This design comes from an exercise in tuning for small area, a short achievable clock period and few clock cycles per item on the open sky130 flow, not from production work.
At most, simulation tests tie the RTL to the original design; equivalence was not proved.
Power is estimated from default activity; no workload was simulated.

## amber
Design bf_rescale, start of the top module:
module bf_rescale (
    input  wire        clk,
    input  wire        rst,
    input  wire        start,
    input  wire [63:0] mask,
    input  wire [1:0]  rs_cap,
    output wire        ready,
    output reg         rd_en,
    output wire [5:0]  rd_addr,
    input  wire [31:0] rd_data,
    output reg         out_valid,
    output reg  [5:0]  out_idx,
    output reg  [12:0] out_i,
    output reg  [12:0] out_q,
    output reg         done,
    output wire [15:0] s_out,
    output wire [4:0]  exp_out,
    output wire        null_out
);
    localparam [1:0] S_IDLE = 2'd0,
                     S_P1   = 2'd1,
                     S_DIV  = 2'd2,
                     S_P2   = 2'd3;
    localparam [5:0] D_FIRST  = 6'd6;
    localparam [5:0] P2_FIRST = 6'd38;
    localparam [5:0] P2_LAST  = 6'd37;
    localparam [1:0] M_SQ  = 2'd0,     
                     M_ONE = 2'd1,     
                     M_S   = 2'd2;     
    reg [1:0]  state;
    reg        ready_r;
    reg [5:0]  cnt;
    reg        ready_o;
    reg [5:0]  ra_r;
    reg [63:0] mask_r;
    reg        cap_hi, cap_lo;
    reg        two;                     
    reg [15:0] s_r;                     
    reg [15:0] s_o;                     
    reg [4:0]  exp_r;
    reg        null_r;
    assign ready    = ready_o;
    assign rd_addr  = ra_r;
    assign s_out    = s_o;
    assign exp_out  = exp_r;
    assign null_out = null_r;
    wire accept = start & ready_r;
    wire last_rd  = (state == S_P1 && cnt == 6'd0) || (state == S_P2 && cnt == P2_LAST);
    wire first_rd = (state == S_P1 && cnt == 6'd1) || (state == S_P2 && cnt == P2_FIRST);
    always @(posedge clk) begin
        cnt    <= ready_r ? 6'd1 : cnt + 6'd1;
        ra_r   <= ready_r ? 6'd1 : ra_r + 6'd1;
        mask_r <= ready_r ? {mask[0], mask[63:1]} : {mask_r[0], mask_r[63:1]};
        if (ready_r) begin
            cap_hi <= rs_cap[1];
            cap_lo <= rs_cap[0];
        end
        if (state == S_P1 && cnt == 6'd1)
            two <= ~cap_hi & (|mask_r);
    end
    always @(posedge clk) begin
        if (rst)
            ready_o <= 1'b1;
        else if (ready_r)
            ready_o <= ~start;
        else
  ...
export LEC_CHECK = 0
export CAP_MARGIN = 20
export CORE_MARGIN = 2
export CORE_UTILIZATION = 40
export PLACE_DENSITY = 0.6
export SLEW_MARGIN = 20
create_clock -name core_clock -period 12.0 [get_ports {clk}]
standard.sh (not shown) runs the stock make flow with config.mk's settings and CLKGATE_MAP_FILE= SYNTH_SCRIPT=/design/flow/synth_recipe.tcl, a recipe that flattens the netlist after the stock synthesis.
==> flow/flow/run.sh <==
#!/bin/bash
# The standard layout (standard.sh, unchanged synthesis and steps) with three settings:
#  - the setup repair aims for a slack margin of 8.3 ns below the 12 ns clock, so that it
#    works on every path longer than 3.7 ns rather than only on paths over 12 ns;
#  - the port buffers are buf_2 rather than the default delay cell;
#  - clock tree clusters of at most 25 flip-flops within 100 um.
# Each tool's full output is in the ORFS logs under orfs/logs/; make's output is in
# standard_make.log beside this script's work folder.
set -euo pipefail
bash standard.sh SETUP_SLACK_MARGIN=8.3 CTS_CLUSTER_SIZE=25 CTS_CLUSTER_DIAMETER=100 \
    "BUFFER_PORTS_ARGS=-buffer_cell sky130_fd_sc_hd__buf_2" finish > standard_make.log 2>&1
amber completed; timing, DRC and antenna clean
What onyx does differently from amber at the input level:
-- flow/design.v --
<<< amber, line 36
    reg        cap_hi, cap_lo;
    reg        two;                     
    reg [15:0] s_r;                     
    reg [15:0] s_o;                     
    reg [4:0]  exp_r;
    reg        null_r;
    assign ready    = ready_o;
    assign rd_addr  = ra_r;
    assign s_out    = s_o;
    assign exp_out  = exp_r;
    assign null_out = null_r;
>>> onyx, line 36
    reg        cap_hi, cap_lo;
    reg        two;                     
    reg [15:0] s_r;
    reg [4:0]  exp_r;
    reg        null_r;
    assign ready    = ready_o;
    assign rd_addr  = ra_r;
    assign s_out    = s_r;
    assign exp_out  = exp_r;
    assign null_out = null_r;
<<< amber, line 266
        if (state == S_P2 && cnt == P2_FIRST) begin
            s_r    <= !nz ? 16'd0 : big ? cap_v : {1'b0, root};
            s_o    <= !nz ? 16'd0 : big ? cap_v : {1'b0, root};
            null_r <= !nz;
        end
        if (v3 && md3 == M_ONE && last3) begin
            s_o    <= null_1 ? 16'd0 : 16'd16384;
            null_r <= null_1;
        end
>>> onyx, line 265
        if (state == S_P2 && cnt == P2_FIRST) begin
            s_r    <= !nz ? 16'd0 : big ? cap_v : {1'b0, root};
            null_r <= !nz;
        end
        if (v3 && md3 == M_ONE && last3) begin
            s_r    <= null_1 ? 16'd0 : 16'd16384;
            null_r <= null_1;
        end
Results
- NOTE combinational power amber->onyx increased slightly
- Compared with amber, in onyx number of synthesized register bits went down; global-route usage went down; period utilization went up; number of resized instances in the post-cts repair step went up.
- Timing endpoint of the critical path: out_i[0] -> amber, out_q[12] -> onyx
- onyx vs. amber: fraction of the mapped netlist area in adder cells went up by 0.34 points.
No run of this note included a check of the RTL's function; only the layout flow was run.


Setup of job 9157:
bf_rescale, a different RTL version from the one above (not shown whole).
Size: ~3100 cells after synthesis, roughly 450 flip-flops, about 0.029 mm² of cells after synthesis.
clock: 12.0 ns
lec_check: 0
cap_margin: 20
core_margin: 2
core_utilization: 40
place_density: 0.6
slew_margin: 20
==> flow/flow/run.sh <==
#!/bin/bash
# The standard layout, with the setup repair aiming for a margin below the clock period
# and plain buffers (not delay cells) on the ports.
set -euo pipefail
bash standard.sh SETUP_SLACK_MARGIN=8 "BUFFER_PORTS_ARGS=-buffer_cell sky130_fd_sc_hd__buf_2" finish > standard_make.log 2>&1
Here is what was changed in the inputs of job 9416 compared with job 9157.
-- flow/design.v --
<<< job 9157, line 46
    wire first_rd = (state == S_P1 && cnt == 6'd1) || (state == S_P2 && cnt == P2_FIRST);
    always @(posedge clk) begin
        cnt    <= ready_r ? 6'd1 : cnt + 6'd1;
        mask_r <= ready_r ? {mask[0], mask[63:1]} : {mask_r[0], mask_r[63:1]};
        if (ready_r) begin
            cap_hi <= rs_cap[1];
            cap_lo <= rs_cap[0];
>>> job 9416, line 46
    wire first_rd = (state == S_P1 && cnt == 6'd1) || (state == S_P2 && cnt == P2_FIRST);
    always @(posedge clk) begin
        cnt    <= accept ? 6'd1 : cnt + 6'd1;
        mask_r <= accept ? {mask[0], mask[63:1]} : {mask_r[0], mask_r[63:1]};
        if (accept) begin
            cap_hi <= rs_cap[1];
            cap_lo <= rs_cap[0];
<<< job 9157, line 174
    wire [26:0] p_i = ya_i + yb_i;
    wire [26:0] p_q = ya_q + yb_q;
    wire first3 = (md3 != M_S) && fp3;
    wire nz_cur = ~m3 & nzd3;
>>> job 9416, line 174
    wire [26:0] p_i = ya_i + yb_i;
    wire [26:0] p_q = ya_q + yb_q;
    wire [23:0] h_s = ya_i[23:0] ^ yb_i[23:0] ^ ya_q[23:0];
    wire [23:0] h_c = ((ya_i[23:0] & yb_i[23:0]) | (ya_i[23:0] & ya_q[23:0]) | (yb_i[23:0] & ya_q[23:0])) << 1;
    wire [23:0] g_s = h_s ^ h_c ^ yb_q[23:0];
    wire [23:0] g_c = ((h_s & h_c) | (h_s & yb_q[23:0]) | (h_c & yb_q[23:0])) << 1;
    wire first3 = (md3 != M_S) && fp3;
    wire nz_cur = ~m3 & nzd3;
<<< job 9157, line 181
    wire       null_1 = anym_t & ~nz_t;
    reg        v4, m4, first4;
    reg [9:0]  hi_i, hi_q;
    always @(posedge clk) begin
        if (rst) begin
>>> job 9416, line 185
    wire       null_1 = anym_t & ~nz_t;
    reg        v4, m4, first4;
    reg [23:0] pw;
    always @(posedge clk) begin
        if (rst) begin
<<< job 9157, line 193
        end
        out_idx <= !fp3 ? out_idx + 6'd1 : (md3 == M_S) ? P2_FIRST : 6'd1;
        out_i   <= sq ? p_i[12:0] : m3 ? 13'd0 : p_i[26:14];
        out_q   <= sq ? p_q[12:0] : m3 ? 13'd0 : p_q[26:14];
        hi_i    <= p_i[22:13];
        hi_q    <= p_q[22:13];
        if (v3 && md3 != M_S) begin
            nz   <= nz_t;
>>> job 9416, line 197
        end
        out_idx <= !fp3 ? out_idx + 6'd1 : (md3 == M_S) ? P2_FIRST : 6'd1;
        out_i   <= m3 ? 13'd0 : p_i[26:14];
        out_q   <= m3 ? 13'd0 : p_q[26:14];
        if (v3 && md3 != M_S) begin
            nz   <= nz_t;
<<< job 9157, line 203
        m4     <= m3;
        first4 <= first3;
    end
    reg [33:0] z;
    reg [29:0] s_rem;
    reg [1:0]  qb;
>>> job 9416, line 205
        m4     <= m3;
        first4 <= first3;
        pw     <= g_s + g_c;
    end
    reg [32:0] z;
    reg [29:0] s_rem;
    reg [1:0]  qb;
<<< job 9157, line 211
    reg [16:0] srem;
    wire        in_div  = (state == S_DIV) && (cnt >= D_FIRST);
    wire        d_neg   = z[33];
    wire [32:0] dsum    = {z[33:2], 1'b1} + {(d_neg ? {2'b00, s_rem} : ~{2'b00, s_rem}), ~d_neg};
    wire [31:0] dnew    = dsum[32:1];
    wire        q_bit   = ~dnew[31];
    wire        s_neg   = srem[16];
    wire [18:0] ssh     = {srem, qb};
    wire [18:0] snew    = ssh + {(s_neg ? {2'b00, root} : ~{2'b00, root}), 2'b11};
    wire        s_bit   = ~snew[18];
    wire        sq_step = (state == S_DIV) && (cnt[0] == D_FIRST[0] + 1'b1) && (cnt >= D_FIRST + 6'd3);
    wire [15:0] cap_v   = cap_lo ? 16'd23170 : 16'd32768;
    wire [29:0] sq_i    = {7'd0, hi_i, out_i};
    wire [29:0] sq_q    = {7'd0, hi_q, out_q};
    wire        big     = ovf | (cap_lo & (root >= 15'd23170));
    always @(posedge clk) begin
        if (in_div)
            z <= {dnew[30:0], z[1:0], 1'b0};
        else
            z <= {4'd0, (first4 ? 30'd0 : z[29:0]) + (v4 ? sq_i : 30'd0) + (v4 ? sq_q : 30'd0)};
        s_rem <= (first4 ? 30'd0 : s_rem) + ((v4 & ~m4) ? sq_i : 30'd0) + ((v4 & ~m4) ? sq_q : 30'd0);
        if (in_div) begin
            qb <= {qb[0], q_bit};
>>> job 9416, line 214
    reg [16:0] srem;
    wire        in_div  = (state == S_DIV) && (cnt >= D_FIRST);
    wire [31:0] dsub    = {1'b0, z[32:2]} - {2'b00, s_rem};
    wire        q_bit   = ~dsub[31];
    wire [18:0] ssh     = {srem, qb};
    wire [18:0] strial  = {2'b00, root, 2'b01};
    wire [19:0] ssub    = {1'b0, ssh} - {1'b0, strial};
    wire        s_bit   = ~ssub[19];
    wire        sq_step = (state == S_DIV) && (cnt[0] == D_FIRST[0] + 1'b1) && (cnt >= D_FIRST + 6'd3);
    wire [15:0] cap_v   = cap_lo ? 16'd23170 : 16'd32768;
    wire        big     = ovf | (cap_lo & (root >= 15'd23170));
    always @(posedge clk) begin
        if (v4) begin
            z     <= (first4 ? 33'd0 : z) + {9'd0, pw};
            s_rem <= (first4 ? 30'd0 : s_rem) + (m4 ? 30'd0 : {6'd0, pw});
        end else if (in_div) begin
            z <= {(q_bit ? dsub[29:0] : z[31:2]), z[1:0], 1'b0};
        end
        if (in_div) begin
            qb <= {qb[0], q_bit};
<<< job 9157, line 240
        end else if (sq_step) begin
            root <= {root[13:0], s_bit};
            srem <= snew[16:0];
        end
        if (state == S_P2 && cnt == P2_FIRST) begin
>>> job 9416, line 240
        end else if (sq_step) begin
            root <= {root[13:0], s_bit};
            srem <= s_bit ? ssub[16:0] : ssh[16:0];
        end
        if (state == S_P2 && cnt == P2_FIRST) begin
==> run notes <==
- Comparing job 9157 and job 9416, the higher area after synthesis is on job 9416.
- Delta (job 9416 minus job 9157): number of antenna violations at the first check in global routing fell by 14; sequential cell count moved up; combinational power rose by about 40%; xor and xnor fraction of the mapped netlist area now sits lower.
- The wire length of the first global-routing pass in job 9416 sits 3.7% above the value recorded for job 9157.
- Job 9416 vs. job 9157: highest clock rate increased by about 7% relative to the old numbers; fill cell total of the finished layout increased by 285 relative to the old numbers.
Testbench counts of job 9416, summed over its fixed seeds: cycles 43,308, items 384.
Only the layout flow was run in job 9157; the RTL was not checked for function there.

-- static timing again, ports no longer ideal --
The results above use ideal ports. As a check the final layouts listed here were re-extracted and re-timed, cells and wires unchanged.
Step 1 (the two cells are an assumption about what drives the block):
set clk [get_ports {clk}]
set_driving_cell -lib_cell sky130_fd_sc_hd__clkbuf_16 $clk
set_driving_cell -lib_cell sky130_fd_sc_hd__buf_2 [delete_from_list [all_inputs] $clk]
Step 2, shift: input delay + t, output delay - t, t = (earliest + latest rising clock arrival at the registers) / 2. This alone moves slack from input paths to output paths.
Three values: ideal ports, drivers, drivers and shift; two values: the first two.
run	t, ns	setup slack, ns	worst hold slack (ns)	worst setup path at the end	cell pins on the clock port's net
amber	0.673	8.380 / 8.320 / 8.241	0.334 / 0.334 / 0.334	input to register	1
onyx	0.651	8.325 / 8.264 / 8.199	0.334 / 0.334 / 0.334	input to register	1
job 9157	0.679	7.917 / 7.917 / 7.917	0.326 / 0.326 / 0.326	register to register	1
job 9416	0.679	8.182 / 8.161 / 8.111	0.329 / 0.329 / 0.329	input to register	1
After both steps setup and hold are still met in every run listed. The setup slack of amber, which loses most, moves by -0.060 ns with the drivers and by -0.139 ns with both steps.
